This design comes from an exercise in tuning for small area, a short achievable clock period and few clock cycles per item on the open sky130 flow, not from production work. The RTL was checked by simulation tests, not by an equivalence proof against the original design.

## lagoon
// aes_engine
module aes_engine (
    input  wire         clk,
    input  wire         rst,
    input  wire         in_valid,
    output wire         in_ready,
    input  wire         in_aes256,
    input  wire [255:0] in_key,
    input  wire [127:0] in_block,
    output reg          out_valid,
    output wire [127:0] out_block
);
  localparam NS = 22;    
  localparam NK = 22;    
  reg [127:0]    state;
  reg [127:0]    ka1_n;    
  reg [127:0]    kb1;      
  reg            c1_busy, c1_aes256;
  reg   [3:0]    c1_round;
  reg [16*NS-1:0] mid;
  reg  [4*NK-1:0] kmid;
  reg [127:0]    ka2_n;
  reg [127:0]    kb2;
  reg            c2_busy, c2_aes256;
  reg   [3:0]    c2_round;
  wire [127:0]    state_d, ka1_d, kb1_d;
  wire [16*NS-1:0] mid_d;
  wire  [4*NK-1:0] kmid_d;
  wire [127:0]    in_key_hi = in_key[255:128];
  wire [127:0]    sb;
  wire  [31:0]    sw;
  wire stall = c1_busy && c1_aes256 && (c1_round < 4'd5);
  assign in_ready  = !c2_busy && !stall;
  assign out_block = state;
  wire c2_first  = c2_aes256 && (c2_round == 4'd1);
  wire c2_last   = (c2_round == (c2_aes256 ? 4'd14 : 4'd10));
  wire [3:0] rc_idx = c2_aes256 ? {1'b0, c2_round[3:1]} : c2_round;
  reg  [7:0] c2_rcon;
  always @(*) begin
    case (rc_idx)
      4'd1:    c2_rcon = 8'h01;
      4'd2:    c2_rcon = 8'h02;
      4'd3:    c2_rcon = 8'h04;
      4'd4:    c2_rcon = 8'h08;
      4'd5:    c2_rcon = 8'h10;
      4'd6:    c2_rcon = 8'h20;
      4'd7:    c2_rcon = 8'h40;
      4'd8:    c2_rcon = 8'h80;
      4'd9:    c2_rcon = 8'h1b;
      4'd10:   c2_rcon = 8'h36;
      default: c2_rcon = 8'h00;
    endcase
  end
  ...
For scale: about 1100 flip-flops, ~520 I/O pins, about 54000 sq um of cells after synthesis.
Settings: LEC_CHECK=0, CAP_MARGIN=20, CORE_MARGIN=2, CORE_UTILIZATION=60, PLACE_DENSITY=0.75, SETUP_SLACK_MARGIN=4.6, SLEW_MARGIN=20, SYNTH_HIERARCHICAL=1; clock period 8.0 ns.
standard.sh (not shown) runs the stock make flow with config.mk's settings and CLKGATE_MAP_FILE= SYNTH_SCRIPT=/design/flow/synth_recipe.tcl, a recipe that flattens the netlist after the stock synthesis.
==> flow/flow/run.sh <==
#!/bin/bash
# Standard layout, with the ports buffered by a plain buffer cell and no
# dummy loads added to the clock tree.
set -e
export BUFFER_PORTS_ARGS="-buffer_cell sky130_fd_sc_hd__buf_1"
export CTS_ARGS="-sink_clustering_enable -repair_clock_nets -dont_use_dummy_load"
bash standard.sh > standard.log 2>&1
lagoon did not stop at any stage, and its layout met the timing, DRC and antenna checks.
Testbench counts of lagoon, summed over its fixed seeds: cycles 6,888, blocks 512.
The following lists how harbor was set up differently from lagoon:
# lagoon
export LEC_CHECK = 0
export CAP_MARGIN = 20
export CORE_MARGIN = 2
export CORE_UTILIZATION = 60
export PLACE_DENSITY = 0.75
export SETUP_SLACK_MARGIN = 4.6
export SLEW_MARGIN = 20
export SYNTH_HIERARCHICAL = 1
create_clock -name core_clock -period 8.0 [get_ports {clk}]
# harbor
export LEC_CHECK = 0
export CAP_MARGIN = 20
export CORE_MARGIN = 2
export CORE_UTILIZATION = 60
export PLACE_DENSITY = 0.75
export SETUP_SLACK_MARGIN = 4.5
export SLEW_MARGIN = 20
export SYNTH_HIERARCHICAL = 1
export TNS_END_PERCENT = 30
create_clock -name core_clock -period 8.0 [get_ports {clk}]
-- flow/flow/run.sh --
<<< lagoon, line 5
export BUFFER_PORTS_ARGS="-buffer_cell sky130_fd_sc_hd__buf_1"
>>> harbor, line 5
export BUFFER_PORTS_ARGS="-buffer_cell sky130_fd_sc_hd__buf_2"
### Flow results
- Lower utilization after layout was reported by harbor, not lagoon.
- A end point of the critical path of state[76] is what lagoon shows, while state[106] belongs to harbor.
- Summary of harbor over lagoon: minimum clock period climbed 0.060 ns, global-route usage decreased by 1.3 points relative to the old numbers.
What onyx does differently from harbor at the input level:
# harbor
export LEC_CHECK = 0
export CAP_MARGIN = 20
export CORE_MARGIN = 2
export CORE_UTILIZATION = 60
export PLACE_DENSITY = 0.75
export SETUP_SLACK_MARGIN = 4.5
export SLEW_MARGIN = 20
export SYNTH_HIERARCHICAL = 1
export TNS_END_PERCENT = 30
create_clock -name core_clock -period 8.0 [get_ports {clk}]
# onyx
export LEC_CHECK = 0
export CAP_MARGIN = 20
export CORE_MARGIN = 2
export CORE_UTILIZATION = 60
export PLACE_DENSITY = 0.75
export SETUP_SLACK_MARGIN = 4.5
export SLEW_MARGIN = 20
export SYNTH_HIERARCHICAL = 1
create_clock -name core_clock -period 8.0 [get_ports {clk}]
-- flow/flow/run.sh --
<<< harbor, line 5
export BUFFER_PORTS_ARGS="-buffer_cell sky130_fd_sc_hd__buf_2"
>>> onyx, line 5
export BUFFER_PORTS_ARGS="-buffer_cell sky130_fd_sc_hd__buf_1"
==> comparison <==
Going from harbor to onyx, HPWL reported at the end of detailed placement shrinks by 0.50%.
Initial detailed-routing violation count: onyx < harbor
As far as die area goes, onyx and harbor are indistinguishable; the numbers are identical.
Between onyx and harbor, worst path setup slack after routing is lower for harbor, onyx comes in above that.
Diff onyx..harbor | number of synthesized register bits | unchanged
Wire length of the first global-routing pass on onyx is behind harbor.
Looking at onyx and harbor, the hold buffer count at CTS is a wash.
Any difference in final instance area between harbor and onyx is small enough to ignore.
Relative to onyx, the following input files were edited for nickel:
# onyx
export LEC_CHECK = 0
export CAP_MARGIN = 20
export CORE_MARGIN = 2
export CORE_UTILIZATION = 60
export PLACE_DENSITY = 0.75
export SETUP_SLACK_MARGIN = 4.5
export SLEW_MARGIN = 20
export SYNTH_HIERARCHICAL = 1
create_clock -name core_clock -period 8.0 [get_ports {clk}]
# nickel
export LEC_CHECK = 0
export CAP_MARGIN = 20
export CORE_MARGIN = 2
export CORE_UTILIZATION = 60
export PLACE_DENSITY = 0.68
export SETUP_SLACK_MARGIN = 4.5
export SLEW_MARGIN = 20
export SYNTH_HIERARCHICAL = 1
create_clock -name core_clock -period 8.0 [get_ports {clk}]
-- flow/flow/run.sh --
<<< onyx, line 5
export BUFFER_PORTS_ARGS="-buffer_cell sky130_fd_sc_hd__buf_1"
>>> nickel, line 5
export BUFFER_PORTS_ARGS="-buffer_cell sky130_fd_sc_hd__buf_2"
## What came out
- Between nickel and onyx, the clock skew is lower for nickel.
- Hold slack was lower in the run labelled onyx.
- Relative to onyx, pre-CTS setup slack increased by 0.24 ns in nickel.
- Global-route wire length before repair essentially unchanged between nickel and onyx.
- On nickel: number of global-route vias before repair is about 0.33% lower than what onyx gave.
- Comparing nickel and onyx, the lower critical path depth is on onyx.
- In the metrics for nickel and onyx, the one carrying the higher cell count is nickel.
- Area: nickel vs onyx -> nickel larger
- Proportion of cell area occupied by multi-input gates: nickel lower than onyx
Input changes introduced in willow (baseline for comparison: nickel):
# nickel
export LEC_CHECK = 0
export CAP_MARGIN = 20
export CORE_MARGIN = 2
export CORE_UTILIZATION = 60
export PLACE_DENSITY = 0.68
export SETUP_SLACK_MARGIN = 4.5
export SLEW_MARGIN = 20
export SYNTH_HIERARCHICAL = 1
create_clock -name core_clock -period 8.0 [get_ports {clk}]
# willow
export LEC_CHECK = 0
export CAP_MARGIN = 20
export CORE_MARGIN = 2
export CORE_UTILIZATION = 60
export PLACE_DENSITY = 0.75
export SETUP_SLACK_MARGIN = 4.5
export SLEW_MARGIN = 20
export SYNTH_HIERARCHICAL = 1
create_clock -name core_clock -period 8.0 [get_ports {clk}]
## What came out
Total routed wirelength was higher in the run labelled nickel.
nickel leaves less setup margin than willow.
Comparing nickel with willow, the area used by sequential logic in the layout came out essentially unchanged.
For the global-route track usage on met3, willow came in 0.18 points lower than nickel did.
Diff nickel -> willow: fill cell total of the finished layout stayed essentially flat, final area fell by about 1%, path length in cells of the critical path fell by 2.
willow vs. nickel: final cell count decreased by 32 relative to the old numbers, routed via count divided by cell count increased by about 1.6% relative to the old numbers.

* * *

Another version of the RTL of aes_engine (not shown whole).
Size: roughly 5200 cells after synthesis, ~1100 flip-flops, about 520 I/O pins.
clock: 8.0 ns
lec_check: 0
cap_margin: 20
core_margin: 2
core_utilization: 60
place_density: 0.75
setup_slack_margin: 4.4
slew_margin: 20
synth_hierarchical: 1
run.sh (not shown) runs the stock make flow with config.mk's settings and CLKGATE_MAP_FILE= SYNTH_SCRIPT=/design/flow/synth_recipe.tcl, a recipe that flattens the netlist after the stock synthesis.
Stock flow here: none of the scripts above is used.
Testbench counts at the start, summed over its fixed seeds: cycles 6,888, blocks 512.
Then changed:
==> flow/flow/run.sh (new file) <==
#!/bin/bash
# Standard layout, with the ports buffered by a plain buffer cell.
set -e
export BUFFER_PORTS_ARGS="-buffer_cell sky130_fd_sc_hd__buf_2"
bash standard.sh > standard.log 2>&1
==> flow/standard.sh (new file) <==
#!/bin/bash
# synth_recipe.tcl (not shown) runs the flow's synth.tcl, then flattens the netlist and writes it again
# the make line also repeats each setting of config.mk as NAME=value (left out here)
make -C /OpenROAD-flow-scripts/flow DESIGN_CONFIG=/design/flow/config.mk WORK_HOME=/design/flow/orfs CLKGATE_MAP_FILE= SYNTH_SCRIPT=/design/flow/synth_recipe.tcl "${@:-finish}"
removed: flow/run.sh
Worst hold slack loses 0.0071 ns.
Global-route usage barely changes.
Die area is unchanged.
Sequential cell count is unchanged.
Critical path depth climbs by 1.
Setup slack loses 0.060 ns.
Cell area drops by 3.8%.
Count of clock-buffer cells in the layout drops by 5.
Clock skew climbs by 0.0041 ns.
Then changed:
==> flow/flow/run.sh (replaced) <==
#!/bin/bash
# Standard layout, with the ports buffered by a plain buffer cell and no
# dummy loads added to the clock tree.
set -e
export BUFFER_PORTS_ARGS="-buffer_cell sky130_fd_sc_hd__buf_2"
export CTS_ARGS="-sink_clustering_enable -repair_clock_nets -dont_use_dummy_load"
bash standard.sh > standard.log 2>&1
Settings changed: SETUP_SLACK_MARGIN 4.4 to 4.5.
Outcome:
- The changed run ran to the end with no violations
- final cell count came out lower by 0.67%
- setup slack improves by 0.13 ns
- global-route usage barely changes
- wire length went up by 0.55%

* * *

== alpha ==
aes_engine with an RTL version that a note above also has.
For scale: ~5,200 cells after synthesis, about 520 I/O pins, roughly 54,000 sq um of cells after synthesis.
export LEC_CHECK = 0
export CAP_MARGIN = 20
export CORE_MARGIN = 2
export CORE_UTILIZATION = 60
export PLACE_DENSITY = 0.75
export SETUP_SLACK_MARGIN = 4.4
export SLEW_MARGIN = 20
export SYNTH_HIERARCHICAL = 1
create_clock -name core_clock -period 8.0 [get_ports {clk}]
standard.sh (not shown) runs the stock make flow with config.mk's settings and CLKGATE_MAP_FILE= SYNTH_SCRIPT=/design/flow/synth_recipe.tcl, a recipe that flattens the netlist after the stock synthesis.
==> flow/flow/run.sh <==
#!/bin/bash
# Standard layout, with the ports buffered by a plain buffer cell.
set -e
export BUFFER_PORTS_ARGS="-buffer_cell sky130_fd_sc_hd__buf_2"
bash standard.sh > standard.log 2>&1
alpha: flow completed, timing, DRC and antenna clean
Testbench counts of alpha, summed over its fixed seeds: cycles 6,888, blocks 512.
For beta, these inputs were changed with respect to alpha:
Settings: SETUP_SLACK_MARGIN now 4.7, was 4.4.
==> flow/flow/run.sh <==
#!/bin/bash
# Standard layout, with the ports buffered by a plain buffer cell and no
# dummy loads added to the clock tree.
set -e
export BUFFER_PORTS_ARGS="-buffer_cell sky130_fd_sc_hd__buf_2"
export CTS_ARGS="-sink_clustering_enable -repair_clock_nets -dont_use_dummy_load"
bash standard.sh > standard.log 2>&1
==> comparison <==
The worst setup slack in beta sits 0.051 ns above the value recorded for alpha.
The flow did not stop early for beta: all stages ran, and the layout cleared the timing, DRC and antenna checks.
mid[257]$_DFF_P_ as the critical path startpoint was reported by beta, and mid[232]$_DFF_P_ by alpha.
Higher multi-input gate share of the layout cell area was reported by beta, not alpha.
Summary of beta over alpha: final instance area increased by 7.5% relative to the old numbers; worst-skew pair later-pin latency decreased by 0.02 ns relative to the old numbers; per-cell via count in the routed design increased by about 3% relative to the old numbers; final period utilization decreased by 0.63 points relative to the old numbers; first-iteration DRC count increased by 12% relative to the old numbers.
Delta(achievable frequency, beta - alpha) > 0
As far as post-detailed-route count of antenna-violating nets goes, alpha and beta are indistinguishable; the numbers are identical.

* * *

aes_engine, a different RTL version from the one above (not shown whole).
For scale: about 400 flip-flops.
make LEC_CHECK=0 CAP_MARGIN=20 CORE_MARGIN=2 CORE_UTILIZATION=60 SETUP_SLACK_MARGIN=3.0 SLEW_MARGIN=20 SYNTH_HIERARCHICAL=1 finish   # period 8.0 ns
run.sh (not shown) runs the stock make flow with config.mk's settings and CLKGATE_MAP_FILE= SYNTH_SCRIPT=/design/flow/synth_recipe.tcl, a recipe that flattens the netlist after the stock synthesis.
Stock flow here: none of the scripts above is used.
The starting point did not get past clock tree synthesis (4_1_cts) on DPL-0038.
Testbench counts at the start, summed over its fixed seeds: cycles 6,676, blocks 512.
Edit:
- CORE_UTILIZATION: 60 -> 40
- SETUP_SLACK_MARGIN: 3.0 -> default
=> This time the run went through all stages and came out clean. Area after synthesis stays the same. Synthesized cell count is unchanged.

* * *

red:
aes_engine, a different RTL version from the one above (not shown whole).
For scale: about 520 I/O pins.
Settings: LEC_CHECK=0, CAP_MARGIN=20, CORE_MARGIN=2, CORE_UTILIZATION=60, PLACE_DENSITY=0.75, SLEW_MARGIN=20, SYNTH_HIERARCHICAL=1; clock period 8.0 ns.
No stage failed in red, and the final checks on the layout all came back clean.
Testbench counts of red, summed over its fixed seeds: cycles 6,888, blocks 512.
> inputs changed (red -> blue)
# red
export LEC_CHECK = 0
export CAP_MARGIN = 20
export CORE_MARGIN = 2
export CORE_UTILIZATION = 60
export PLACE_DENSITY = 0.75
export SLEW_MARGIN = 20
export SYNTH_HIERARCHICAL = 1
create_clock -name core_clock -period 8.0 [get_ports {clk}]
# blue
export LEC_CHECK = 0
export CAP_MARGIN = 20
export CORE_MARGIN = 2
export CORE_UTILIZATION = 60
export PLACE_DENSITY = 0.75
export SETUP_SLACK_MARGIN = 4.4
export SLEW_MARGIN = 20
export SYNTH_HIERARCHICAL = 1
create_clock -name core_clock -period 8.0 [get_ports {clk}]
--- outcome ---
In the reports for red and blue, the smaller post-synthesis to final-layout area growth belongs to red. Higher count of clock-buffer cells in the layout goes to red over blue. blue went all the way through synthesis, placement and routing and the layout is clean on timing, DRC and antenna. red | stages: all done | timing, DRC, antenna: all pass. Diff red -> blue: via count now larger, finished layout cell area went up by 3100 µm², worst hold slack now larger. Delta (blue minus red): final critical path time including I/O delays and setup fell by 0.39 ns, achievable clock frequency higher, number of global-route vias before repair went down by 163.

==> afterwards: timing with drivers on the ports <==
How much do the figures lean on ideal ports? The routed layouts below were timed once more, with nothing changed but the port constraints. Step 1: set_driving_cell puts a clkbuf_16 on clk and a buf_2 on each other input, an assumption about the parent block. Step 2 adds t to the input delays and takes it off the output delays; t is the mean of the earliest and latest rising clock arrival at the registers after step 1. Input paths then give back, and output paths get back, about the clock's delay inside the block. Slacks: no drivers / after step 1 / after step 2; pairs: no drivers / after step 1.
run | t, ns | setup WS [ns] | worst setup path at the end | clock arrival spread, ns | cell pins on the clock port's net
lagoon | 0.735 | 4.445 / 4.445 / 4.084 | input to register | 0.067 / 0.068 | 1
harbor | 0.725 | 4.386 / 4.386 / 4.040 | input to register | 0.079 / 0.079 | 1
onyx | 0.734 | 4.463 / 4.463 / 3.916 | input to register | 0.073 / 0.073 | 1
nickel | 0.726 | 4.478 / 4.478 / 4.043 | input to register | 0.042 / 0.041 | 1
willow | 0.734 | 4.485 / 4.485 / 3.861 | input to register | 0.067 / 0.067 | 1
the first run of note 2 | 0.765 | 4.353 / 4.301 / 3.825 | input to register | 0.033 / 0.034 | 1
the second run of note 2 | 0.776 | 4.294 / 4.294 / 4.043 | input to register | 0.032 / 0.032 | 1
the third run of note 2 | 0.758 | 4.420 / 4.420 / 4.049 | input to register | 0.059 / 0.059 | 1
alpha | 0.764 | 4.388 / 4.388 / 3.739 | input to register | 0.024 / 0.025 | 1
beta | 0.720 | 4.439 / 4.439 / 4.109 | input to register | 0.061 / 0.062 | 1
the second run of note 4 | 0.736 | 0.496 / 0.496 / 0.496 | register to register | 0.058 / 0.058 | 1
red | 0.792 | 3.928 / 3.928 / 3.928 | register to register | 0.032 / 0.033 | 1
blue | 0.786 | 4.319 / 4.319 / 4.137 | input to register | 0.028 / 0.028 | 1
After both steps every run listed still meets setup and hold. The setup slack of alpha, which loses most, moves by 0.000 ns with the drivers and by -0.649 ns with both steps.
